From an optimization exercise on the open Yosys and OpenROAD flow, aimed at small area, a short achievable clock period and few clock cycles per item; shortcuts taken in it are not production practice. Where RTL was checked, it was by simulation tests only, not by an equivalence proof against the original. Only the layout flow was run in run 1; the RTL was not checked for function there.

$ cat config.mk
export PLATFORM = sky130hd
export DESIGN_NAME = cymal_xu
export DESIGN_NICKNAME = cymal_xu
export VERILOG_FILES = /design/flow/design.v
export SDC_FILE = /design/flow/constraint.sdc
export NUM_CORES = 4
export LEC_CHECK = 0
export CAP_MARGIN = 40
export CORE_MARGIN = 2
export CORE_UTILIZATION = 30
export PLACE_DENSITY = 0.45
export SLEW_MARGIN = 20
$ cat constraint.sdc
create_clock -name core_clock -period 26.0 [get_ports {clk}]
set_input_delay 5.2000 -clock core_clock [delete_from_list [all_inputs] [get_ports {clk}]]
set_output_delay 5.2000 -clock core_clock [all_outputs]
set_load 0.01 [all_outputs]
$ cat design.v
module cymal_xu (
    input             clk,
    input             rst,
    input             in_valid,
    output            in_ready,
    input      [31:0] in_insn,
    input      [31:0] in_a,
    input      [31:0] in_b,
    input      [31:0] in_c,
    output reg        out_valid,
    output reg  [1:0] out_cause,
    output reg        out_wr0,
    output reg        out_wr1,
    output reg [31:0] out_data0,
    output reg [31:0] out_data1
);
    localparam C_OK      = 2'd0;
    localparam C_RSVD_OP = 2'd1;
    localparam C_RSVD_BT = 2'd2;
    localparam C_FOREIGN = 2'd3;
    localparam O_ADD   = 6'd0,  O_SUB   = 6'd1,  O_AND   = 6'd2,  O_OR    = 6'd3;
    localparam O_XOR   = 6'd4,  O_ANDN  = 6'd5,  O_SHL   = 6'd6,  O_SHR   = 6'd7;
    localparam O_SAR   = 6'd8,  O_ROL   = 6'd9,  O_ROR   = 6'd10, O_EQ    = 6'd11;
    localparam O_NE    = 6'd12, O_LT    = 6'd13, O_LTU   = 6'd14, O_LE    = 6'd15;
    localparam O_LEU   = 6'd16, O_MIN   = 6'd17, O_MAX   = 6'd18, O_MINU  = 6'd19;
    localparam O_MAXU  = 6'd20, O_MUL   = 6'd21, O_MULH  = 6'd22, O_MULHU = 6'd23;
    localparam O_DIVS  = 6'd24, O_DIVU  = 6'd25, O_CARRY = 6'd26, O_BORROW= 6'd27;
    localparam O_ADDS  = 6'd28, O_SUBS  = 6'd29;
    localparam O_NEG   = 6'd32, O_NOT   = 6'd33, O_ABS   = 6'd34, O_CLZ   = 6'd35;
    localparam O_CTZ   = 6'd36, O_POPC  = 6'd37, O_PAR   = 6'd38, O_BREV  = 6'd39;
    localparam O_BREV8 = 6'd40, O_BSWAP = 6'd41, O_SEXTB = 6'd42, O_SEXTH = 6'd43;
    localparam O_ZEXTH = 6'd44, O_CRC32B= 6'd48, O_CRC32W= 6'd49, O_CRC16B= 6'd50;
    localparam O_SEL   = 6'd56, O_MOVY  = 6'd57, O_BITT  = 6'd58, O_NOP   = 6'd59;
    localparam Y_B = 0, Y_A = 1, Y_SX15 = 2, Y_ZX15 = 3, Y_SX5 = 4, Y_ZX5 = 5, Y_LUI = 6;
    reg  [5:0] i_op;
    reg        i_xa, i_xb;       
    reg  [6:0] i_ys;
    always @* begin
        i_op = O_NOP;
        i_xa = 1'b1;
        i_xb = 1'b0;
        i_ys = 7'd1 << Y_B;
        if (in_insn[31]) begin
            case (in_insn[14:10])
                5'h01: i_op = O_MOVY;
                5'h02: i_op = O_ADD;
                5'h03: i_op = O_SUB;
                5'h04: i_op = O_AND;
                5'h05: i_op = O_OR;
                5'h06: i_op = O_XOR;
                5'h07: i_op = O_SHL;
                5'h08: i_op = O_SHR;
                5'h09: i_op = O_SAR;
                5'h0A: i_op = O_EQ;
                5'h0B: i_op = O_NE;
                5'h0C: i_op = O_LT;
                5'h0D: i_op = O_LTU;
                5'h0E: begin i_op = O_NEG;  i_xa = 1'b0; end
                5'h0F: i_op = O_NOT;
                5'h10: i_op = O_MUL;
                5'h11: begin i_op = O_POPC; i_xa = 1'b0; i_xb = 1'b1; end
                5'h12: begin i_op = O_PAR;  i_xa = 1'b0; i_xb = 1'b1; end
                5'h14: begin i_op = O_MOVY; i_ys = 7'd1 << Y_SX5; end
                5'h15: begin i_op = O_ADD;  i_ys = 7'd1 << Y_SX5; end
                5'h16: begin i_op = O_SHL;  i_ys = 7'd1 << Y_ZX5; end
                5'h17: begin i_op = O_SHR;  i_ys = 7'd1 << Y_ZX5; end
                5'h18: begin i_op = O_SAR;  i_ys = 7'd1 << Y_ZX5; end
                5'h19: begin i_op = O_BITT; i_ys = 7'd1 << Y_ZX5; end
                default: i_op = O_NOP;
            endcase
        end else begin
            case (in_insn[30:25])
                6'h00: begin
                    i_op = in_insn[5:0];
                    if (in_insn[5:0] == O_NEG || in_insn[5:0] == O_ABS) begin
                        i_xa = 1'b0; i_ys = 7'd1 << Y_A;
                    end
                    if (in_insn[5:0] == O_NOT) i_ys = 7'd1 << Y_A;
                end
                6'h01: i_op = O_SEL;
                6'h03: begin i_op = O_MOVY; i_ys = 7'd1 << Y_LUI; end
                6'h04: begin i_op = O_ADD;  i_ys = 7'd1 << Y_SX15; end
                6'h05: begin i_op = O_AND;  i_ys = 7'd1 << Y_ZX15; end
                6'h06: begin i_op = O_OR;   i_ys = 7'd1 << Y_ZX15; end
                6'h07: begin i_op = O_XOR;  i_ys = 7'd1 << Y_ZX15; end
                6'h08: begin i_op = O_EQ;   i_ys = 7'd1 << Y_SX15; end
                6'h09: begin i_op = O_NE;   i_ys = 7'd1 << Y_SX15; end
                6'h0A: begin i_op = O_LT;   i_ys = 7'd1 << Y_SX15; end
                6'h0B: begin i_op = O_LTU;  i_ys = 7'd1 << Y_SX15; end
                6'h0C: begin i_op = O_SHL;  i_ys = 7'd1 << Y_ZX15; end
                6'h0D: begin i_op = O_SHR;  i_ys = 7'd1 << Y_ZX15; end
                6'h0E: begin i_op = O_SAR;  i_ys = 7'd1 << Y_ZX15; end
                6'h0F: begin i_op = O_MUL;  i_ys = 7'd1 << Y_SX15; end
                default: i_op = O_NOP;
            endcase
        end
    end
    wire i_mul = (i_op == O_MUL) || (i_op == O_MULH) || (i_op == O_MULHU);
    wire i_div = (i_op == O_DIVS) || (i_op == O_DIVU);
    reg         rdy;
    reg         s1_v;
    reg  [31:0] s1_i, s1_a, s1_b;
    reg         s1_cnz;
    reg   [5:0] s1_op;
    reg         s1_xa, s1_xb;
    reg   [6:0] s1_ys;
    reg         s1_mul, s1_div;
    assign in_ready = rdy;
    wire accept = in_valid & rdy;
    wire        is_short = s1_i[31];
    wire  [5:0] op       = s1_i[30:25];
    wire  [5:0] fn       = s1_i[5:0];
    wire  [4:0] sop      = s1_i[14:10];
    reg  [1:0] d_cause;
    always @* begin
        d_cause = C_OK;
        if (is_short) begin
            case (sop)
                5'h00: if (s1_i[9:0] != 10'd0) d_cause = C_RSVD_BT;
                5'h13, 5'h1E, 5'h1F: d_cause = C_RSVD_OP;
                5'h1A, 5'h1B, 5'h1C, 5'h1D: d_cause = C_FOREIGN;
                default: d_cause = C_OK;
            endcase
        end else begin
            case (op)
                6'h00: begin
                    if ((fn >= 6'h1E && fn <= 6'h1F) || (fn >= 6'h2D && fn <= 6'h2F) || fn >= 6'h33)
                        d_cause = C_RSVD_OP;
                    else if (s1_i[9:6] != 4'd0)
                        d_cause = C_RSVD_BT;
                    else if (fn >= 6'h20 && fn <= 6'h2C && s1_i[14:10] != 5'd0)
                        d_cause = C_RSVD_BT;
                    else if ((fn == 6'h18 || fn == 6'h19) && s1_i[20])
                        d_cause = C_RSVD_BT;
                end
                6'h01: if (s1_i[4:0] != 5'd0) d_cause = C_RSVD_BT;
                6'h0C, 6'h0D, 6'h0E: if (s1_i[14:8] != 7'd0) d_cause = C_RSVD_BT;
                6'h03, 6'h04, 6'h05, 6'h06, 6'h07, 6'h08, 6'h09, 6'h0A, 6'h0B, 6'h0F:
                    d_cause = C_OK;
                6'h02, 6'h10, 6'h11, 6'h12, 6'h13, 6'h14, 6'h15, 6'h16, 6'h17,
                6'h18, 6'h19, 6'h1A, 6'h1B, 6'h20, 6'h21, 6'h22, 6'h24, 6'h25, 6'h26:
                    d_cause = C_FOREIGN;
                default: d_cause = C_RSVD_OP;
            endcase
        end
    end
    wire [5:0] d_op = s1_op;
    wire d_ok  = (d_cause == C_OK);
    wire [14:0] imm15 = s1_i[14:0];
    wire  [4:0] f5    = s1_i[4:0];
    wire [31:0] x = ({32{s1_xa}} & s1_a) | ({32{s1_xb}} & s1_b);
    wire [31:0] y = ({32{s1_ys[Y_B]}}    & s1_b) |
                    ({32{s1_ys[Y_A]}}    & s1_a) |
                    ({32{s1_ys[Y_SX15]}} & {{17{imm15[14]}}, imm15}) |
                    ({32{s1_ys[Y_ZX15]}} & {17'd0, imm15}) |
                    ({32{s1_ys[Y_SX5]}}  & {{27{f5[4]}}, f5}) |
                    ({32{s1_ys[Y_ZX5]}}  & {27'd0, f5}) |
                    ({32{s1_ys[Y_LUI]}}  & {s1_i[19:0], 12'd0});
    function [5:0] clz32(input [31:0] v);
        reg [15:0] v16;
        reg  [7:0] v8;
        reg  [3:0] v4;
        reg  [1:0] v2;
        begin
            if (v == 32'd0) clz32 = 6'd32;
            else begin
                clz32[5] = 1'b0;
                clz32[4] = (v[31:16] == 16'd0);
                v16      = clz32[4] ? v[15:0] : v[31:16];
                clz32[3] = (v16[15:8] == 8'd0);
                v8       = clz32[3] ? v16[7:0] : v16[15:8];
                clz32[2] = (v8[7:4] == 4'd0);
                v4       = clz32[2] ? v8[3:0] : v8[7:4];
                clz32[1] = (v4[3:2] == 2'd0);
                v2       = clz32[1] ? v4[1:0] : v4[3:2];
                clz32[0] = ~v2[1];
            end
        end
    endfunction
    function [31:0] crc32_byte(input [31:0] c_in, input [7:0] data);
        integer i;
        reg [31:0] c;
        begin
            c = c_in ^ {24'd0, data};
            for (i = 0; i < 8; i = i + 1)
                c = c[0] ? ((c >> 1) ^ 32'hEDB8_8320) : (c >> 1);
            crc32_byte = c;
        end
    endfunction
    function [15:0] crc16_byte(input [15:0] c_in, input [7:0] data);
        integer i;
        reg [15:0] c;
        begin
            c = c_in ^ {data, 8'd0};
            for (i = 0; i < 8; i = i + 1)
                c = c[15] ? ((c << 1) ^ 16'h1021) : (c << 1);
            crc16_byte = c;
        end
    endfunction
    function [31:0] rev32(input [31:0] v);
        integer i;
        begin
            for (i = 0; i < 32; i = i + 1) rev32[i] = v[31 - i];
        end
    endfunction
    wire op_sub = (d_op == O_SUB) || (d_op == O_NEG) || (d_op == O_ABS) ||
                  (d_op == O_SUBS) || (d_op >= O_EQ && d_op <= O_MAXU) ||
                  (d_op == O_BORROW);
    wire [31:0] yb   = y ^ {32{op_sub}};
    wire [32:0] sum  = {1'b0, x} + {1'b0, yb} + {32'd0, op_sub};
    wire        lt_u = ~sum[32];
    wire        lt_s = (x[31] ^ y[31]) ? x[31] : sum[31];
    wire        eq   = (x == y);
    wire        ovf  = (x[31] == yb[31]) && (sum[31] != x[31]);
    reg [31:0] add_r;
    always @* begin
        if ((d_op == O_ADDS || d_op == O_SUBS) && ovf)
            add_r = x[31] ? 32'h8000_0000 : 32'h7FFF_FFFF;
        else if (d_op == O_ABS && !y[31])
            add_r = y;
        else
            add_r = sum[31:0];
    end
    reg flag;
    always @* begin
        case (d_op)
            O_EQ:     flag = eq;
            O_NE:     flag = ~eq;
            O_LT:     flag = lt_s;
            O_LTU:    flag = lt_u;
            O_LE:     flag = lt_s | eq;
            O_LEU:    flag = lt_u | eq;
            O_CARRY:  flag = sum[32];
            default:  flag = lt_u;   
        endcase
    end
    reg [3:0] tt;
    always @* begin
        case (d_op)
            O_AND:  tt = 4'b1000;
            O_OR:   tt = 4'b1110;
            O_XOR:  tt = 4'b0110;
            O_ANDN: tt = 4'b0100;
            O_NOT:  tt = 4'b0101;
            O_SEL:  tt = s1_cnz ? 4'b1100 : 4'b1010;
            O_MIN:  tt = lt_s ? 4'b1100 : 4'b1010;
            O_MAX:  tt = lt_s ? 4'b1010 : 4'b1100;
            O_MINU: tt = lt_u ? 4'b1100 : 4'b1010;
            O_MAXU: tt = lt_u ? 4'b1010 : 4'b1100;
            default: tt = 4'b1010;   
        endcase
    end
    wire [31:0] log_r = ({32{tt[3]}} &  x &  y) | ({32{tt[2]}} &  x & ~y) |
                        ({32{tt[1]}} & ~x &  y) | ({32{tt[0]}} & ~x & ~y);
    wire sh_left = (d_op == O_SHL) || (d_op == O_ROL);
    wire sh_rot  = (d_op == O_ROL) || (d_op == O_ROR);
    wire sh_ar   = (d_op == O_SAR);
    wire [62:0] sh_w = sh_left ? {x, (sh_rot ? x[31:1] : 31'd0)}
                               : {(sh_rot ? x[30:0] : {31{sh_ar & x[31]}}), x};
    wire  [4:0] sh_k = sh_left ? ~y[4:0] : y[4:0];
    wire [62:0] sh_o = sh_w >> sh_k;
    wire        sh_big = ~sh_rot && (y[7:5] != 3'd0);
    wire [31:0] sh_r = sh_big ? {32{sh_ar & x[31]}} : sh_o[31:0];
    wire [31:0] xr    = rev32(x);
    wire  [5:0] clz_r = clz32(d_op == O_CTZ ? xr : x);
    reg   [5:0] pop_r;
    integer k;
    always @* begin
        pop_r = 6'd0;
        for (k = 0; k < 32; k = k + 1) pop_r = pop_r + {5'd0, x[k]};
    end
    reg [31:0] perm_r;
    always @* begin
        case (d_op)
            O_BREV:  perm_r = xr;
            O_BREV8: perm_r = {xr[7:0], xr[15:8], xr[23:16], xr[31:24]};
            O_BSWAP: perm_r = {x[7:0], x[15:8], x[23:16], x[31:24]};
            O_SEXTB: perm_r = {{24{x[7]}}, x[7:0]};
            O_SEXTH: perm_r = {{16{x[15]}}, x[15:0]};
            default: perm_r = {16'd0, x[15:0]};
        endcase
    end
    wire [31:0] crc1 = crc32_byte(x, y[7:0]);
    reg  [31:0] crc_r;
    always @* begin
        case (d_op)
            O_CRC32B: crc_r = crc1;
            O_CRC32W: crc_r = crc32_byte(crc32_byte(crc32_byte(crc1, y[15:8]), y[23:16]), y[31:24]);
            default:  crc_r = {16'd0, crc16_byte(x[15:0], y[7:0])};
        endcase
    end
    reg [31:0] alu_r;
    always @* begin
        case (d_op)
            O_ADD, O_SUB, O_NEG, O_ABS, O_ADDS, O_SUBS:
                alu_r = add_r;
            O_EQ, O_NE, O_LT, O_LTU, O_LE, O_LEU, O_CARRY, O_BORROW:
                alu_r = {31'd0, flag};
            O_SHL, O_SHR, O_SAR, O_ROL, O_ROR:
                alu_r = sh_r;
            O_BITT:
                alu_r = {31'd0, sh_o[0]};
            O_CLZ, O_CTZ:
                alu_r = {26'd0, clz_r};
            O_POPC:
                alu_r = {26'd0, pop_r};
            O_PAR:
                alu_r = {31'd0, pop_r[0]};
            O_BREV, O_BREV8, O_BSWAP, O_SEXTB, O_SEXTH, O_ZEXTH:
                alu_r = perm_r;
            O_CRC32B, O_CRC32W, O_CRC16B:
                alu_r = crc_r;
            default:
                alu_r = log_r;
        endcase
    end
    reg         e2_v;
    reg   [1:0] e2_cause;
    reg         e2_wr0, e2_wr1;
    reg  [31:0] e2_res;      
    reg         e2_mul;      
    reg         e2_mlo;      
    reg  [32:0] e2_ma;       
    reg  [18:0] e2_mb;       
    reg  [16:0] e2_p1h;      
    wire        m_sgn  = (d_op == O_MULH);
    wire [32:0] ma1    = {m_sgn & x[31], x};
    wire [33:0] mb1    = {{2{m_sgn & y[31]}}, y};
    wire        mpass  = e2_v & e2_mul;
    wire [32:0] ma     = mpass ? e2_ma : ma1;
    wire [34:0] mbx    = mpass ? {e2_mb, 16'd0} : {18'd0, mb1[15:0], 1'b0};
    reg  [314:0] pp;
    reg    [8:0] pneg;
    reg    [2:0] trip;
    integer j;
    always @* begin
        for (j = 0; j < 9; j = j + 1) begin
            if (mpass)
                trip = mbx[16 + 2*j +: 3];
            else if (j == 8)
                trip = 3'b000;
            else
                trip = mbx[2*j +: 3];
            case (trip)
                3'b001, 3'b010: begin pp[35*j +: 35] = {~ma[32], ma[32], ma};  pneg[j] = 1'b0; end
                3'b011:         begin pp[35*j +: 35] = {~ma[32], ma, 1'b0};    pneg[j] = 1'b0; end
                3'b100:         begin pp[35*j +: 35] = {ma[32], ~ma, 1'b1};    pneg[j] = 1'b1; end
                3'b101, 3'b110: begin pp[35*j +: 35] = {ma[32], ~ma[32], ~ma}; pneg[j] = 1'b1; end
                default:        begin pp[35*j +: 35] = {1'b1, 34'd0};          pneg[j] = 1'b0; end
            endcase
        end
    end
    localparam [49:0] M_CORR = 50'h3_FFFF_FFFF_FFFF & (
        ~(50'h4_0000_0000 + 50'h10_0000_0000 + 50'h40_0000_0000 + 50'h100_0000_0000 +
          50'h400_0000_0000 + 50'h1000_0000_0000 + 50'h4000_0000_0000 + 50'h1_0000_0000_0000) + 50'd1);
    wire [49:0] macc_in = mpass ? {{17{e2_p1h[16]}}, e2_p1h, e2_res[31:16]} : 50'd0;
    wire [49:0] mres = {15'd0, pp[34:0]} + {13'd0, pp[69:35], 2'd0} + {11'd0, pp[104:70], 4'd0} +
                       {9'd0, pp[139:105], 6'd0} + {7'd0, pp[174:140], 8'd0} + {5'd0, pp[209:175], 10'd0} +
                       {3'd0, pp[244:210], 12'd0} + {1'd0, pp[279:245], 14'd0} + {pp[313:280], 16'd0} +
                       {33'd0, pneg[8], 1'b0, pneg[7], 1'b0, pneg[6], 1'b0, pneg[5], 1'b0,
                        pneg[4], 1'b0, pneg[3], 1'b0, pneg[2], 1'b0, pneg[1], 1'b0, pneg[0]} +
                       macc_in + M_CORR;
    reg         busy;        
    reg         dv_first;
    reg   [4:0] dv_cnt;      
    reg  [31:0] dv_d;
    reg         dv_negq, dv_negr;
    wire        dv_sgn = (d_op == O_DIVS);
    wire        xa_neg = dv_sgn & s1_a[31];
    wire        yb_neg = dv_sgn & s1_b[31];
    wire [31:0] x_mag  = xa_neg ? (32'd0 - s1_a) : s1_a;
    wire [31:0] y_mag  = yb_neg ? (32'd0 - s1_b) : s1_b;
    wire  [5:0] clzx   = clz32(x_mag);
    wire  [5:0] clzy   = clz32(y_mag);
    wire  [6:0] dv_s   = {1'b0, clzy} - {1'b0, clzx};
    wire        dv_yz  = (s1_b == 32'd0);
    wire        dv_none = dv_yz || dv_s[6];       
    wire [31:0] d_init = y_mag << dv_s[4:0];
    wire [32:0] r_try  = {1'b0, out_data1} - {1'b0, dv_d};
    wire        r_fits = ~r_try[32];
    wire [31:0] r_next = r_fits ? r_try[31:0] : out_data1;
    wire [31:0] q_next = {(dv_first ? 31'd0 : out_data0[30:0]), r_fits};
    wire        dv_last = (dv_cnt == 5'd0);
    wire e2_div  = e2_v && e2_wr1;
    wire s1_hold = busy && (!dv_last || s1_div) || s1_div && e2_div;
    wire e1_go   = s1_v && !s1_hold && !(s1_mul && mpass);
    wire e1_div  = e1_go && s1_div && d_ok;
    wire s1_free = !s1_v || e1_go;
    wire busy_n  = e1_div ? !dv_none : (busy && !dv_last);
    wire last_n  = e1_div ? (dv_s[4:0] == 5'd0) : (dv_cnt == 5'd1);
    wire e2mul_n = e1_go && s1_mul;
    wire e2div_n = e1_div && dv_none;
    always @(posedge clk) begin
        if (rst) begin
            rdy       <= 1'b1;
            s1_v      <= 1'b0;
            e2_v      <= 1'b0;
            busy      <= 1'b0;
            out_valid <= 1'b0;
        end else begin
            if (accept) begin
                s1_v   <= 1'b1;
                s1_i   <= in_insn;
                s1_a   <= in_a;
                s1_b   <= in_b;
                s1_cnz <= (in_c != 32'd0);
                s1_op  <= i_op;
                s1_xa  <= i_xa;
                s1_xb  <= i_xb;
                s1_ys  <= i_ys;
                s1_mul <= i_mul;
                s1_div <= i_div;
            end else if (e1_go) begin
                s1_v   <= 1'b0;
            end
            if (accept)
                rdy <= !((busy_n && (!last_n || i_div)) || (i_mul && e2mul_n) || (i_div && e2div_n));
            else
                rdy <= s1_free || !(busy_n && (!last_n || s1_div));
            e2_v <= e1_go && !e1_div || e1_div && dv_none;
            if (e1_go) begin
                e2_cause <= d_cause;
                e2_wr0   <= d_ok && (d_op != O_NOP);
                e2_wr1   <= e1_div;
                e2_mul   <= s1_mul;
                e2_mlo   <= (d_op == O_MUL);
                e2_ma    <= ma1;
                e2_mb    <= mb1[33:15];
                e2_p1h   <= mres[48:32];
                e2_res   <= s1_mul ? mres[31:0] : e1_div ? {32{dv_yz}} : alu_r;
            end
            busy <= busy_n;
            if (busy) begin
                dv_cnt   <= dv_cnt - 5'd1;
                dv_d     <= {1'b0, dv_d[31:1]};
                dv_first <= 1'b0;
            end else begin
                dv_cnt   <= dv_s[4:0];
                dv_d     <= d_init;
                dv_first <= 1'b1;
                dv_negq  <= xa_neg ^ yb_neg;
                dv_negr  <= xa_neg;
            end
            out_valid <= 1'b0;
            if (busy) begin
                if (dv_last) begin
                    out_valid <= 1'b1;
                    out_cause <= C_OK;
                    out_wr0   <= 1'b1;
                    out_wr1   <= 1'b1;
                    out_data0 <= dv_negq ? (32'd0 - q_next) : q_next;
                    out_data1 <= dv_negr ? (32'd0 - r_next) : r_next;
                end else begin
                    out_data0 <= q_next;
                    out_data1 <= r_next;
                end
            end else begin
                out_valid <= e2_v;
                out_cause <= e2_cause;
                out_wr0   <= e2_wr0;
                out_wr1   <= e2_wr1;
                out_data0 <= !e2_mul ? e2_res :
                             e2_mlo  ? {mres[15:0], e2_res[15:0]} : mres[47:16];
                if (e1_div) out_data1 <= dv_none ? s1_a : x_mag;
            end
        end
    end
endmodule
$ cat flow/run.sh
#!/bin/bash
# Standard layout, with the timing repair steps aiming for a clock period of
# about 6.5 ns instead of stopping once the 26 ns constraint is met.
set -euo pipefail
bash standard.sh SETUP_SLACK_MARGIN=19.5 finish > standard_flow.log 2>&1
$ cat standard.sh
#!/bin/bash
# synth_recipe.tcl (not shown) runs the flow's synth.tcl, then flattens the netlist and writes it again
# the make line also repeats each setting of config.mk as NAME=value (left out here)
make -C /OpenROAD-flow-scripts/flow DESIGN_CONFIG=/design/flow/config.mk WORK_HOME=/design/flow/orfs CLKGATE_MAP_FILE= SYNTH_SCRIPT=/design/flow/synth_recipe.tcl "${@:-finish}"
==> results of run 1 <==
registers in the layout, summed over array words and instances (netlist names), 17 cells and up:
name / flops
dv_d: 32
e2_ma: 33
e2_mb: 18
e2_p1h: 17
e2_res: 32
out_data0: 32
out_data1: 32
s1_a: 32
s1_b: 32
s1_i: 28
per-layer routing:
metal / part of all wire, % / GRT usage, % / wire, um
met1: 41 / 41.4 / 123000
met2: 43 / 46.0 / 127000
met3: 9.7 / 5.92 / 28700
met4: 6.3 / 14.8 / 18700
met5: 0.041 / 0 / 122
final cells by class:
type | count | area share (%)
inverter | 439 | 2.39
tap | 2370 | 4.07
clock buffer | 51 | 1.52
sequential | 329 | 13.5
antenna | 4 | 0.0137
timing repair buffer | 970 | 13.9
multi-input combinational | 5547 | 64.2
clock inverter | 27 | 0.368
timing repair inverter | 3 | 0.0567
cells by family after synthesis:
group,after synthesis
adders and majority gates,516
AOI/OAI and AO/OA,2143
xor gates and xnor gates,867
muxes,171
buffers and inverters,992
DFF,329
and+or+nand+nor,1842
worst max-delay path: cells and delay by family, from the launching register on:
family / cells / cell delay (ps)
flip-flops: 1 / 410
adder cells (fa/ha/maj): 6 / 2730
buffers and inverters: 12 / 1510
XOR/XNOR: 2 / 330
AND/OR/NAND/NOR: 4 / 800
AO/OA/AOI/OAI: 11 / 2100
synthesized netlist by cell type, types with 47 or more instances:
cell type | instances | area, um^2
a211oi_1 | 119 | 893
a21o_1 | 88 | 661
a21oi_1 | 478 | 2390
a221oi_1 | 112 | 981
a22oi_1 | 174 | 1310
a31oi_1 | 49 | 307
and3_1 | 48 | 300
buf_1 | 54 | 203
clkbuf_1 | 481 | 1810
edfxtp_1 | 324 | 9730
fa_1 | 300 | 6010
ha_1 | 216 | 2700
inv_1 | 415 | 1560
mux2i_1 | 141 | 1410
nand2_1 | 587 | 2200
nand3_1 | 107 | 536
nor2_1 | 659 | 2470
nor3_1 | 94 | 470
nor4_1 | 58 | 363
o211ai_1 | 78 | 586
o21ai_0 | 537 | 2690
o22ai_1 | 93 | 582
or3_1 | 47 | 294
xnor2_1 | 611 | 5350
xor2_1 | 207 | 1810
through the flow:
| stage | area (um^2) | setup slack (ps) | std cells | util (%) |
|---|---|---|---|---|
| after floorplan | 55900 | 18410 | 6860 | - |
| after global placement | 60300 | 15490 | 9095 | 33.3 |
| after detailed placement | 60700 | 15460 | 9122 | 33.5 |
| after CTS | 69200 | 17980 | 9586 | 38.2 |
| after global routing | 72800 | 17570 | 9736 | 40.3 |
| final | 72900 | 17830 | 9740 | 40.3 |
worst max path at each step:
stage                     cells after the start             to  slack (ps)
after floorplan                              32  out_data0[31]       18410
after global placement                       33  out_data0[31]       15490
after detailed placement                     32     e2_p1h[16]       15460
after CTS                                    36  out_data0[30]       17980
after global routing                         40  out_data0[27]       17570
final                                        35  out_data0[26]       17830
timing repair:
item,4_1_cts,5_1_grt
pin swaps,190,231
buffers inserted,353,134
endpoints found under the setup margin,402,227
cloned,33,11
gates resized for setup,1174,562
==> insert_results.sql, run 1 <==
INSERT INTO impl_metrics (metric_group, metric, value, unit) VALUES
('sta', 'timing.final.max_slew_violations', '0', ''),
('sta', 'report.final.setup_viol', '0', ''),
('die', 'floorplan.initialDensity', '30.2', '%'),
('setup_path', 'critical_path_required', '26390', 'ps'),
('yosys', 'synth_adder_area_share', '15.9', '%'),
('yosys', 'synth_compound_area_share', '25.5', '%'),
('setup_path', 'cpPeakStageDelay', '590', 'ps'),
('global_route', 'grt_util_all_layers', '30.4', '%'),
('yosys', 'synthSimpleGateAreaFrac', '15.2', '%'),
('global_route', 'grt_overflow', '0', ''),
('yosys', 'synth_nets', '7507', ''),
('setup_path', 'startpoint_type', 'flip-flop', ''),
('yosys', 'postSynthAreaPerCell', '7.96', 'um^2'),
('job', 'cap_viol_max_count', '0', ''),
('routing', 'detail_route.wl_per_cell', '30.5', 'um'),
('yosys', 'yosys-mux-area-fraction', '3.41', '%'),
('place', 'dpl.hpwl', '204000', 'um'),
('routing', 'drt_first_pass_iters', '9', ''),
('place', 'io_buffer_count', '196', ''),
('cts', 'clock_path_buffers', '3', ''),
('setup_path', 'critPathKind', 'flip-flop to flip-flop', ''),
('sta', 'timing.fmax', '0.122', 'GHz'),
('yosys', 'combinational_family_with_the_most_area_after_synthesis', 'compound AO/OA/AOI/OAI gates', ''),
('setup_path', 'r2r_setup_slack', '17830', 'ps'),
('yosys', 'synthFlopType', 'edfxtp_1', ''),
('final_layout', 'design.final.nets', '7979', ''),
('sta', 'setup_tns', '0', 'ps'),
('die', 'floorplan.die.width', '431', 'um'),
('final_layout', 'drive_above_1_share', '24.8', '%'),
('yosys', 'synth-edff-count', '324', ''),
('cts', 'cts_made_buffers', '42', ''),
('sta', 'timing_worst_slew_pin_value', '1250', 'ps'),
('cts', 'tritoncts', 'yes', ''),
('yosys', 'syn_area', '0.0546', 'mm^2'),
('setup_path', 'reg2reg_depth', '35', ''),
('sta', 'setup_repair_after_global_routing_missed_its_margin', 'true', ''),
('final_layout', 'layout_commonest_cell', 'nor2_1', ''),
('worst_hold_path', 'hold_class', 'flip-flop to flip-flop', ''),
('sta', 'finalCritPeriodShare', '31.4', '%'),
('routing', 'vias', '58500', ''),
('setup_path', 'worst-endpoint-arrival', '8560', 'ps'),
('setup_path', 'setup.worst_path.end_class', 'flip-flop', ''),
('global_route', 'grt_antenna_before_repair', '13', ''),
('cts', 'cts_htree_levels', '2', ''),
('yosys', 'synth_seq_area_share', '18.0', '%'),
('routing', 'remaining_drc_errors', '0', ''),
('routing', 'ant_nets', '0', ''),
('sta', 'relSlewSlack', '16.1', '%'),
('sta', 'fin_crit', '8170', 'ps'),
('final_layout', 'final_cell_mix', 'nor2_1 (586), nand2_1 (550), xnor2_1 (549)', ''),
('run_status', 'status', 'timing/DRC/antenna clean', ''),
('yosys', 'yosys_register_bits', '329', ''),
('worst_hold_path', 'timing.hold.worst_endpoint', 'out_cause[0]', ''),
('die', 'placeableCoreArea', '0.181', 'mm^2'),
('routing', 'drt-vias-per-instance', '6.01', ''),
('cts', 'clock_sinks', '329', ''),
('yosys', 'synth_xor_xnor_area_share', '15.1', '%'),
('setup_path', 'critical_path.reg2reg.endpoint', 'out_data0[26]', ''),
('setup_path', 'timing.critical_path.fanout_max', '32', ''),
('sta', 'final_report_hold_violation_count', '0', ''),
('place', 'routabilityCongestion', '1.02', ''),
('worst_hold_path', 'hold_path_depth', '1', ''),
('cts', 'worst_setup_hold_path_clk_slew', '60', 'ps'),
('final_layout', 'areaGrowthSynthToFinish', '33.4', '%'),
('die', 'rows', '156', ''),
('setup_path', 'critical_path.slowest_cell', 'fa_2', ''),
('global_route', 'via_count_of_the_first_global_routing_pass', '55300', ''),
('final_layout', 'area_of_the_multi_input_gates', '0.0468', 'mm^2');
==> run 2: changes to the inputs <==
--- a/design.v
+++ b/design.v
@@ -362,8 +362,8 @@
                        macc_in + M_CORR;
     reg         busy;        
     reg         dv_first;
-    reg   [4:0] dv_cnt;      
-    reg  [31:0] dv_d;
+    reg   [3:0] dv_cnt;      
+    reg  [32:0] dv_d;        
     reg         dv_negq, dv_negr;
     wire        dv_sgn = (d_op == O_DIVS);
     wire        xa_neg = dv_sgn & s1_a[31];
@@ -375,19 +375,23 @@
     wire  [6:0] dv_s   = {1'b0, clzy} - {1'b0, clzx};
     wire        dv_yz  = (s1_b == 32'd0);
     wire        dv_none = dv_yz || dv_s[6];       
-    wire [31:0] d_init = y_mag << dv_s[4:0];
-    wire [32:0] r_try  = {1'b0, out_data1} - {1'b0, dv_d};
-    wire        r_fits = ~r_try[32];
-    wire [31:0] r_next = r_fits ? r_try[31:0] : out_data1;
-    wire [31:0] q_next = {(dv_first ? 31'd0 : out_data0[30:0]), r_fits};
-    wire        dv_last = (dv_cnt == 5'd0);
+    wire  [4:0] dv_s2  = dv_s[4:0] | 5'd1;
+    wire [32:0] d_init = {1'b0, y_mag} << dv_s2;
+    wire [33:0] r_try1 = {2'b0, out_data1} - {1'b0, dv_d};
+    wire        r_fit1 = ~r_try1[33];
+    wire [31:0] r_mid  = r_fit1 ? r_try1[31:0] : out_data1;
+    wire [33:0] r_try2 = {2'b0, r_mid} - {2'b0, dv_d[32:1]};
+    wire        r_fit2 = ~r_try2[33];
+    wire [31:0] r_next = r_fit2 ? r_try2[31:0] : r_mid;
+    wire [31:0] q_next = {(dv_first ? 30'd0 : out_data0[29:0]), r_fit1, r_fit2};
+    wire        dv_last = (dv_cnt == 4'd0);
     wire e2_div  = e2_v && e2_wr1;
     wire s1_hold = busy && (!dv_last || s1_div) || s1_div && e2_div;
     wire e1_go   = s1_v && !s1_hold && !(s1_mul && mpass);
     wire e1_div  = e1_go && s1_div && d_ok;
     wire s1_free = !s1_v || e1_go;
     wire busy_n  = e1_div ? !dv_none : (busy && !dv_last);
-    wire last_n  = e1_div ? (dv_s[4:0] == 5'd0) : (dv_cnt == 5'd1);
+    wire last_n  = e1_div ? (dv_s2[4:1] == 4'd0) : (dv_cnt == 4'd1);
     wire e2mul_n = e1_go && s1_mul;
     wire e2div_n = e1_div && dv_none;
     always @(posedge clk) begin
@@ -398,71 +402,71 @@
             busy      <= 1'b0;
             out_valid <= 1'b0;
         end else begin
-            if (accept) begin
-                s1_v   <= 1'b1;
-                s1_i   <= in_insn;
-                s1_a   <= in_a;
-                s1_b   <= in_b;
-                s1_cnz <= (in_c != 32'd0);
-                s1_op  <= i_op;
-                s1_xa  <= i_xa;
-                s1_xb  <= i_xb;
-                s1_ys  <= i_ys;
-                s1_mul <= i_mul;
-                s1_div <= i_div;
-            end else if (e1_go) begin
-                s1_v   <= 1'b0;
-            end
+            if (accept)
+                s1_v <= 1'b1;
+            else if (e1_go)
+                s1_v <= 1'b0;
             if (accept)
                 rdy <= !((busy_n && (!last_n || i_div)) || (i_mul && e2mul_n) || (i_div && e2div_n));
             else
                 rdy <= s1_free || !(busy_n && (!last_n || s1_div));
-            e2_v <= e1_go && !e1_div || e1_div && dv_none;
-            if (e1_go) begin
-                e2_cause <= d_cause;
-                e2_wr0   <= d_ok && (d_op != O_NOP);
-                e2_wr1   <= e1_div;
-                e2_mul   <= s1_mul;
-                e2_mlo   <= (d_op == O_MUL);
-                e2_ma    <= ma1;
-                e2_mb    <= mb1[33:15];
-                e2_p1h   <= mres[48:32];
-                e2_res   <= s1_mul ? mres[31:0] : e1_div ? {32{dv_yz}} : alu_r;
-            end
-            busy <= busy_n;
-            if (busy) begin
-                dv_cnt   <= dv_cnt - 5'd1;
-                dv_d     <= {1'b0, dv_d[31:1]};
-                dv_first <= 1'b0;
-            end else begin
-                dv_cnt   <= dv_s[4:0];
-                dv_d     <= d_init;
-                dv_first <= 1'b1;
-                dv_negq  <= xa_neg ^ yb_neg;
-                dv_negr  <= xa_neg;
-            end
-            out_valid <= 1'b0;
-            if (busy) begin
-                if (dv_last) begin
-                    out_valid <= 1'b1;
-                    out_cause <= C_OK;
-                    out_wr0   <= 1'b1;
-                    out_wr1   <= 1'b1;
-                    out_data0 <= dv_negq ? (32'd0 - q_next) : q_next;
-                    out_data1 <= dv_negr ? (32'd0 - r_next) : r_next;
-                end else begin
-                    out_data0 <= q_next;
-                    out_data1 <= r_next;
-                end
-            end else begin
-                out_valid <= e2_v;
-                out_cause <= e2_cause;
-                out_wr0   <= e2_wr0;
-                out_wr1   <= e2_wr1;
-                out_data0 <= !e2_mul ? e2_res :
-                             e2_mlo  ? {mres[15:0], e2_res[15:0]} : mres[47:16];
-                if (e1_div) out_data1 <= dv_none ? s1_a : x_mag;
-            end
+            e2_v      <= e1_go && !e1_div || e1_div && dv_none;
+            busy      <= busy_n;
+            out_valid <= busy ? dv_last : e2_v;
+        end
+    end
+    always @(posedge clk) begin
+        if (accept) begin
+            s1_i   <= in_insn;
+            s1_a   <= in_a;
+            s1_b   <= in_b;
+            s1_cnz <= (in_c != 32'd0);
+            s1_op  <= i_op;
+            s1_xa  <= i_xa;
+            s1_xb  <= i_xb;
+            s1_ys  <= i_ys;
+            s1_mul <= i_mul;
+            s1_div <= i_div;
+        end
+    end
+    always @(posedge clk) begin
+        e2_cause <= d_cause;
+        e2_wr0   <= d_ok && (d_op != O_NOP);
+        e2_wr1   <= e1_div;
+        e2_mul   <= s1_mul;
+        e2_mlo   <= (d_op == O_MUL);
+        e2_ma    <= e1_div ? {1'b0, s1_a} : ma1;     
+        e2_mb    <= mb1[33:15];
+        e2_p1h   <= mres[48:32];
+        e2_res   <= s1_mul ? mres[31:0] : e1_div ? {32{dv_yz}} : alu_r;
+    end
+    always @(posedge clk) begin
+        if (busy) begin
+            dv_cnt   <= dv_cnt - 4'd1;
+            dv_d     <= {2'b0, dv_d[32:2]};
+            dv_first <= 1'b0;
+        end else begin
+            dv_cnt   <= dv_s2[4:1];
+            dv_d     <= d_init;
+            dv_first <= 1'b1;
+            dv_negq  <= xa_neg ^ yb_neg;
+            dv_negr  <= xa_neg;
+        end
+    end
+    always @(posedge clk) begin
+        if (busy) begin
+            out_cause <= C_OK;
+            out_wr0   <= 1'b1;
+            out_wr1   <= 1'b1;
+            out_data0 <= (dv_last && dv_negq) ? (32'd0 - q_next) : q_next;
+            out_data1 <= (dv_last && dv_negr) ? (32'd0 - r_next) : r_next;
+        end else begin
+            out_cause <= e2_cause;
+            out_wr0   <= e2_wr0;
+            out_wr1   <= e2_wr1;
+            out_data0 <= !e2_mul ? e2_res :
+                         e2_mlo  ? {mres[15:0], e2_res[15:0]} : mres[47:16];
+            out_data1 <= e1_div ? x_mag : e2_ma[31:0];
         end
     end
 endmodule
==> insert_results.sql, run 2 <==
INSERT INTO impl_metrics (metric_group, metric, value, unit) VALUES
('sta', 'worst_clock_skew', '59.6', 'ps'),
('yosys', 'yosys_warnings', '1', ''),
('yosys', 'syn_area', '0.0544', 'mm^2'),
('cts', 'clock_path_buffers', '3', ''),
('routing', 'drt-vias-per-instance', '6.04', ''),
('sta', 'timing.final.max_slew_violations', '0', ''),
('sta', 'report.final.setup_viol', '0', ''),
('place', 'io_buffer_count', '196', ''),
('yosys', 'cell_with_the_most_instances_after_synthesis', 'nor2_1', ''),
('sta', 'timing_worst_slew_pin_value', '1390', 'ps'),
('die', 'fp.dieH', '430', 'um'),
('cts', 'tritoncts', 'yes', ''),
('global_route', 'grt_antenna_before_repair', '13', ''),
('cts', 'clkLatencyLatePin', '680', 'ps'),
('cts', 'cts_made_buffers', '43', ''),
('final_layout', 'final_cell_mix', 'nor2_1 (637), nand2_1 (579), xnor2_1 (508)', ''),
('yosys', 'netlist_top_cells_area', 'fa_1 (11%), xnor2_1 (9.1%), dfxtp_1 (8.0%)', ''),
('global_route', 'grt_overflow', '0', ''),
('yosys', 'synth_seq_area_share', '14.2', '%'),
('global_route', 'via_count_of_the_first_global_routing_pass', '56700', ''),
('final_layout', 'design.final.nets', '8219', ''),
('global_route', 'pin_count_of_the_biggest_net_entering_global_routing', '65', ''),
('sta', 'setup_repair_after_global_routing_missed_its_margin', 'true', ''),
('yosys', 'async_set_or_reset_register_ratio_after_synthesis', '0', '%'),
('cts', 'cts_htree_levels', '2', ''),
('final_layout', 'layout_commonest_cell', 'nor2_1', ''),
('routing', 'remaining_drc_errors', '0', ''),
('sta', 'timing.fmax', '0.113', 'GHz'),
('sta', 'final.hold.worst_slack', '429', 'ps'),
('routing', 'route.final.wire_length', '304000', 'um'),
('job', 'cap_viol_max_count', '0', ''),
('yosys', 'most_frequent_cells_after_synthesis', 'nor2_1 (702), nand2_1 (608), xnor2_1 (565)', ''),
('routing', 'vias', '60100', ''),
('cts', 'clock_sinks', '329', ''),
('setup_path', 'critPathKind', 'flip-flop to flip-flop', ''),
('yosys', 'synth_nets', '7809', ''),
('final_layout', 'drive_above_1_share', '23.6', '%'),
('setup_path', 'timing.critical_path.fanout_max', '7', ''),
('sta', 'final_report_hold_violation_count', '0', ''),
('worst_hold_path', 'hp-start', 'e2_wr0', ''),
('die', 'rows', '156', ''),
('routing', 'drt_first_pass_iters', '9', ''),
('global_route', 'grt_first_pass_wirelength', '423000', 'um'),
('place', 'routabilityCongestion', '1.01', ''),
('setup_path', 'critical_path.slowest_cell', 'fa_2', ''),
('setup_path', 'setup.worst_path.end_class', 'flip-flop', ''),
('cts', 'clock-root-buffer', 'clkbuf_16', ''),
('die', 'die_area', '0.185', 'mm^2'),
('setup_path', 'critical_path_required', '26580', 'ps'),
('setup_path', 'crit_start', 's1_ys[4]', ''),
('yosys', 'synth-edff-count', '112', ''),
('die', 'floorplan.initialDensity', '30.1', '%'),
('worst_hold_path', 'hold_class', 'flip-flop to flip-flop', ''),
('yosys', 'netlist-cell-type-count', '108', ''),
('die', 'floorplan.die.width', '430', 'um'),
('cts', 'worst_setup_hold_path_clk_slew', '70', 'ps'),
('routing', 'detail_route.iter0.violations', '7480', ''),
('sta', 'finalCritPeriodShare', '34.2', '%'),
('yosys', 'synthFlopType', 'dfxtp_1', ''),
('setup_path', 'worst-endpoint-arrival', '9460', 'ps'),
('setup_path', 'rr_startpoint', 's1_ys[4]', ''),
('sta', 'relSlewSlack', '7.00', '%'),
('yosys', 'synth.top_cell.area_share', '11.1', '%'),
('final_layout', 'areaGrowthSynthToFinish', '31.2', '%'),
('sta', 'setup_tns', '0', 'ps'),
('setup_path', 'critical_path.n_buffers_inverters', '11', ''),
('routing', 'ant_nets', '0', ''),
('yosys', 'postSynthCellCount', '7130', ''),
('yosys', 'yosys_register_bits', '329', ''),
('die', 'placeableCoreArea', '0.181', 'mm^2'),
('setup_path', 'startpoint_type', 'flip-flop', ''),
('yosys', 'postSynthAreaPerCell', '7.63', 'um^2'),
('yosys', 'yosysTopAreaCell', 'fa_1', ''),
('final_layout', 'final_cell_area', '0.0714', 'mm^2'),
('final_layout', 'top_regs', 'dv_d x33, e2_ma x33', ''),
('run_status', 'status', 'timing/DRC/antenna clean', ''),
('routing', 'detail_route.wl_per_cell', '30.6', 'um'),
('setup_path', 'cpPeakStageDelay', '570', 'ps'),
('die', 'ios', '201', ''),
('sta', 'fin_crit', '8880', 'ps'),
('setup_path', 'timing.critical_path.max_delay_family', 'compound AO/OA/AOI/OAI gates', ''),
('place', 'placed_cell_area', '0.0603', 'mm^2'),
('global_route', 'grt_util_all_layers', '31.2', '%'),
('place', 'dpl.hpwl', '217000', 'um');
run 2: changes by cell type after synthesis, sizes merged, moves of 20 or more:
cell / previous run / this run
a221oi: 113 / 82
nor2: 659 / 703
o22ai: 93 / 60
ha: 216 / 247
dfxtp: 5 / 217
edfxtp: 324 / 112
a211oi: 119 / 159
xnor2: 638 / 589
inv: 423 / 443
run 2: stage by stage:
step,util (%),std cells,setup slack [ps]
detailed placement,33.4,9395,14730
finish,39.5,9947,17120
global placement,33.2,9361,14420
floorplan,-,7130,18220
CTS,37.8,9773,17210
global route,39.5,9944,16860
run 2: area by class of cell:
type / instances / area, um^2
Sequential cell: 329 / 7880
Fill cell: 18200 / 109000
Inverter: 462 / 1870
Clock buffer: 52 / 1140
Antenna cell: 3 / 7.51
Multi-Input combinational cell: 5776 / 48000
Timing Repair inverter: 4 / 38.8
Timing Repair Buffer: 924 / 9110
Tap cell: 2370 / 2970
Clock inverter: 27 / 402
run 2: cells by family after synthesis:
logic type                 after synthesis  share of synthesized area, %
muxes                                  178                          3.53
and+or+nand+nor                       1956                          16.4
buffers and inverters                 1035                          7.27
adders and majority gates              548                          16.8
DFF                                    329                          14.2
xor gates and xnor gates               844                          14.7
AOI/OAI and AO/OA                     2240                          27.1
run 2: repair_timing:
action	CTS	global route
gates cloned	26	13
pin swaps	241	205
endpoints found under the setup margin	291	176
gates resized for setup	1189	371
hold buffers	0	0
buffers inserted	273	149
run 2: layer usage:
layer	track usage [%]	wire length [um]	vias to the layer above
met5	0	81	-
met1	42.3	127000	29700
li1	-	-	26300
met2	47.5	131000	3323
met3	5.66	26900	766
met4	15.5	18800	12
run 2: worst paths after layout:
kind              depth (start not counted)  slack, ps       endpoint
setup / recovery                         39      17120  out_data0[31]
hold / removal                            1        430        out_wr0
setup reg to reg                         39      17120  out_data0[31]
hold reg to reg                           1        430        out_wr0
Testbench counts of run 2, summed over its fixed seeds: cycles 85,056, insns 80,000.
==> run 3: changes to the inputs <==
--- a/design.v
+++ b/design.v
@@ -105,6 +105,7 @@
     reg         s1_xa, s1_xb;
     reg   [6:0] s1_ys;
     reg         s1_mul, s1_div;
+    reg         s1_mulh, s1_muli;    
     assign in_ready = rdy;
     wire accept = in_valid & rdy;
     wire        is_short = s1_i[31];
@@ -323,9 +324,9 @@
     reg  [32:0] e2_ma;       
     reg  [18:0] e2_mb;       
     reg  [16:0] e2_p1h;      
-    wire        m_sgn  = (d_op == O_MULH);
-    wire [32:0] ma1    = {m_sgn & x[31], x};
-    wire [33:0] mb1    = {{2{m_sgn & y[31]}}, y};
+    wire [31:0] my     = s1_muli ? {{17{imm15[14]}}, imm15} : s1_b;
+    wire [32:0] ma1    = {s1_mulh & s1_a[31], s1_a};
+    wire [33:0] mb1    = {{2{s1_mulh & my[31]}}, my};
     wire        mpass  = e2_v & e2_mul;
     wire [32:0] ma     = mpass ? e2_ma : ma1;
     wire [34:0] mbx    = mpass ? {e2_mb, 16'd0} : {18'd0, mb1[15:0], 1'b0};
@@ -427,6 +428,8 @@
             s1_ys  <= i_ys;
             s1_mul <= i_mul;
             s1_div <= i_div;
+            s1_mulh <= !in_insn[31] && in_insn[30:25] == 6'h00 && in_insn[5:0] == O_MULH;
+            s1_muli <= !in_insn[31] && in_insn[30:25] == 6'h0F;
         end
     end
     always @(posedge clk) begin
--- a/config.mk
+++ b/config.mk
@@ -7,6 +7,6 @@
 export LEC_CHECK = 0
 export CAP_MARGIN = 40
 export CORE_MARGIN = 2
-export CORE_UTILIZATION = 30
-export PLACE_DENSITY = 0.45
+export CORE_UTILIZATION = 55
+export PLACE_DENSITY = 0.65
 export SLEW_MARGIN = 20
==> insert_results.sql, run 3 <==
INSERT INTO impl_metrics (metric_group, metric, value, unit) VALUES
('routing', 'drt-vias-per-instance', '7.20', ''),
('yosys', 'yosysTopAreaCell', 'fa_1', ''),
('routing', 'detail_route.wl_per_cell', '31.7', 'um'),
('sta', 'timing_worst_slew_pin_value', '1020', 'ps'),
('yosys', 'synthFlopType', 'dfxtp_1', ''),
('setup_path', 'timing.critical_path.max_delay_family', 'compound AO/OA/AOI/OAI gates', ''),
('cts', 'clock-root-buffer', 'clkbuf_16', ''),
('cts', 'cts_made_buffers', '39', ''),
('sta', 'final.hold.worst_slack', '429', 'ps'),
('final_layout', 'layout_commonest_cell', 'nor2_1', ''),
('yosys', 'netlist-cell-type-count', '115', ''),
('die', 'die_area', '0.102', 'mm^2'),
('global_route', 'pin_count_of_the_biggest_net_entering_global_routing', '71', ''),
('global_route', 'grt_overflow', '0', ''),
('yosys', 'synth-edff-count', '114', ''),
('global_route', 'grt_antenna_before_repair', '13', ''),
('setup_path', 'startpoint_type', 'flip-flop', ''),
('worst_hold_path', 'hold_class', 'flip-flop to flip-flop', ''),
('yosys', 'synth_nets', '7833', ''),
('final_layout', 'drive_above_1_share', '22.3', '%'),
('sta', 'timing.fmax', '0.114', 'GHz'),
('place', 'routabilityCongestion', '1.07', ''),
('sta', 'timing.final.max_slew_violations', '0', ''),
('sta', 'final_report_hold_violation_count', '0', ''),
('global_route', 'via_count_of_the_first_global_routing_pass', '58500', ''),
('routing', 'route.final.wire_length', '281000', 'um'),
('final_layout', 'areaGrowthSynthToFinish', '28.9', '%'),
('global_route', 'grt_util_all_layers', '51.1', '%'),
('sta', 'setup_tns', '0', 'ps'),
('yosys', 'synth_seq_area_share', '14.2', '%'),
('die', 'fp.dieH', '319', 'um'),
('worst_hold_path', 'timing.hold.worst_endpoint', 'out_wr0', ''),
('die', 'placeableCoreArea', '0.0984', 'mm^2'),
('cts', 'clock_path_buffers', '3', ''),
('run_status', 'status', 'timing/DRC/antenna clean', ''),
('place', 'io_buffer_count', '196', ''),
('setup_path', 'critical_path.slowest_cell', 'fa_1', ''),
('final_layout', 'top_regs', 'dv_d x33, e2_ma x33', ''),
('final_layout', 'fill_cells', '7482', ''),
('yosys', 'postSynthCellCount', '7154', ''),
('die', 'floorplan.die.width', '319', 'um'),
('die', 'rows', '115', ''),
('job', 'cap_viol_max_count', '0', ''),
('sta', 'worst_clock_skew', '39.0', 'ps'),
('setup_path', 'critical_path_required', '26510', 'ps'),
('yosys', 'async_set_or_reset_register_ratio_after_synthesis', '0', '%'),
('place', 'dpl.hpwl', '182000', 'um');
-- run 3: cell count changes in the layout (fill, tap and decap cells not counted), moves of 30 or more --
cell           previous run  this run
a21oi_1                 392       442
xnor2_1                 508       575
a22oi_1                 168        64
o22ai_1                  57       124
buf_6                   160       113
buf_4                   483       436
xor2_1                  203       124
dlygate4sd2_1             9        43
o21ai_0                 451       393
o221ai_1                 42       102
buf_12                   42        72
inv_1                   404       459
-- run 3: worst max-delay path by stage --
| stage | from | cells after the start | endpoint |
|---|---|---|---|
| 2_1_floorplan | s1_muli | 33 | out_data0[31] |
| 3_3_place_gp | e2_mul | 34 | out_data0[31] |
| 3_5_place_dp | e2_mul | 32 | out_data0[31] |
| 4_1_cts | s1_muli | 35 | out_data0[31] |
| 5_1_grt | s1_muli | 35 | out_data0[31] |
| 6_report | s1_muli | 35 | out_data0[31] |
-- run 3: area by class of cell --
type	count	area (um^2)	share of cell area, %
multi-input cells	5770	47900	68.1
well taps	1287	1610	2.29
diodes	8	20.0	0.0285
repair inverters	4	53.8	0.0765
repair buffers	887	9480	13.5
flip-flops and latches	331	7910	11.2
inverters	500	2020	2.87
clock inverters	22	268	0.381
clock buffers	49	1050	1.50
-- run 3: cells by family (layout without fill, tap and decap cells) --
kind of cell,after synthesis,count (layout),share of synthesized area (%)
other,0,8,0
adder cells (fa/ha/maj),548,548,16.7
XOR/XNOR,832,832,14.8
buffers and inverters,1065,1462,7.39
AO/OA/AOI/OAI,2220,2220,26.8
AND/OR/NAND/NOR,1961,1973,16.3
flip-flops,331,331,14.2
multiplexers,197,197,3.85
-- run 3: through the flow --
stage               utilization [%]  instance area [um^2]  setup slack, ps  cells
finish                         71.5                 70400            17210   8858
global placement               59.7                 58700            15790   8277
CTS                            68.0                 66900            17980   8682
detailed placement             59.9                 59000            15710   8296
global route                   71.5                 70300            17240   8850
floorplan                         -                 56100            18420   7154
-- run 3: per-layer routing --
metal	track usage, %	share of wire, %
met5	0.757	0.074
met4	39.6	11
met3	18.5	15
met2	73.8	40
met1	61.4	34
-- run 3: repair_timing --
action | 4_1_cts | 5_1_grt
pin swaps | 210 | 229
hold buffers | 0 | 0
setup endpoints to repair | 319 | 165
setup buffers | 269 | 144
resized for setup | 930 | 436
gates cloned | 46 | 13
Testbench counts of run 3, summed over its fixed seeds: cycles 85,056, insns 80,000.

-- static timing again, ports no longer ideal --
How much do the figures lean on ideal ports? The routed layouts below were timed once more, with nothing changed but the port constraints. Step 1 sets driving cells, clkbuf_16 on the clock port and buf_2 on the other inputs (assumed; they add their load-dependent delay and slew). Step 2 times the ports against the registers' clock, not the clock port: input delays grow and output delays shrink by t, the midpoint of the rising clock arrivals with the driver on. a / b / c = no drivers / after step 1 / after step 2; a / b = the first two.
| run | t (ns) | slack for setup (ns) | hold slack, ns | worst register clock-pin slew, ns |
|---|---|---|---|---|
| run 1 | 0.686 | 17.829 / 17.829 / 17.829 | 0.532 / 0.532 / 0.532 | 0.06 / 0.06 |
| run 2 | 0.716 | 17.117 / 17.117 / 17.117 | 0.429 / 0.429 / 0.429 | 0.07 / 0.07 |
| run 3 | 0.699 | 17.213 / 17.213 / 17.213 | 0.429 / 0.429 / 0.429 | 0.07 / 0.07 |
After both steps setup and hold are still met in every run listed.
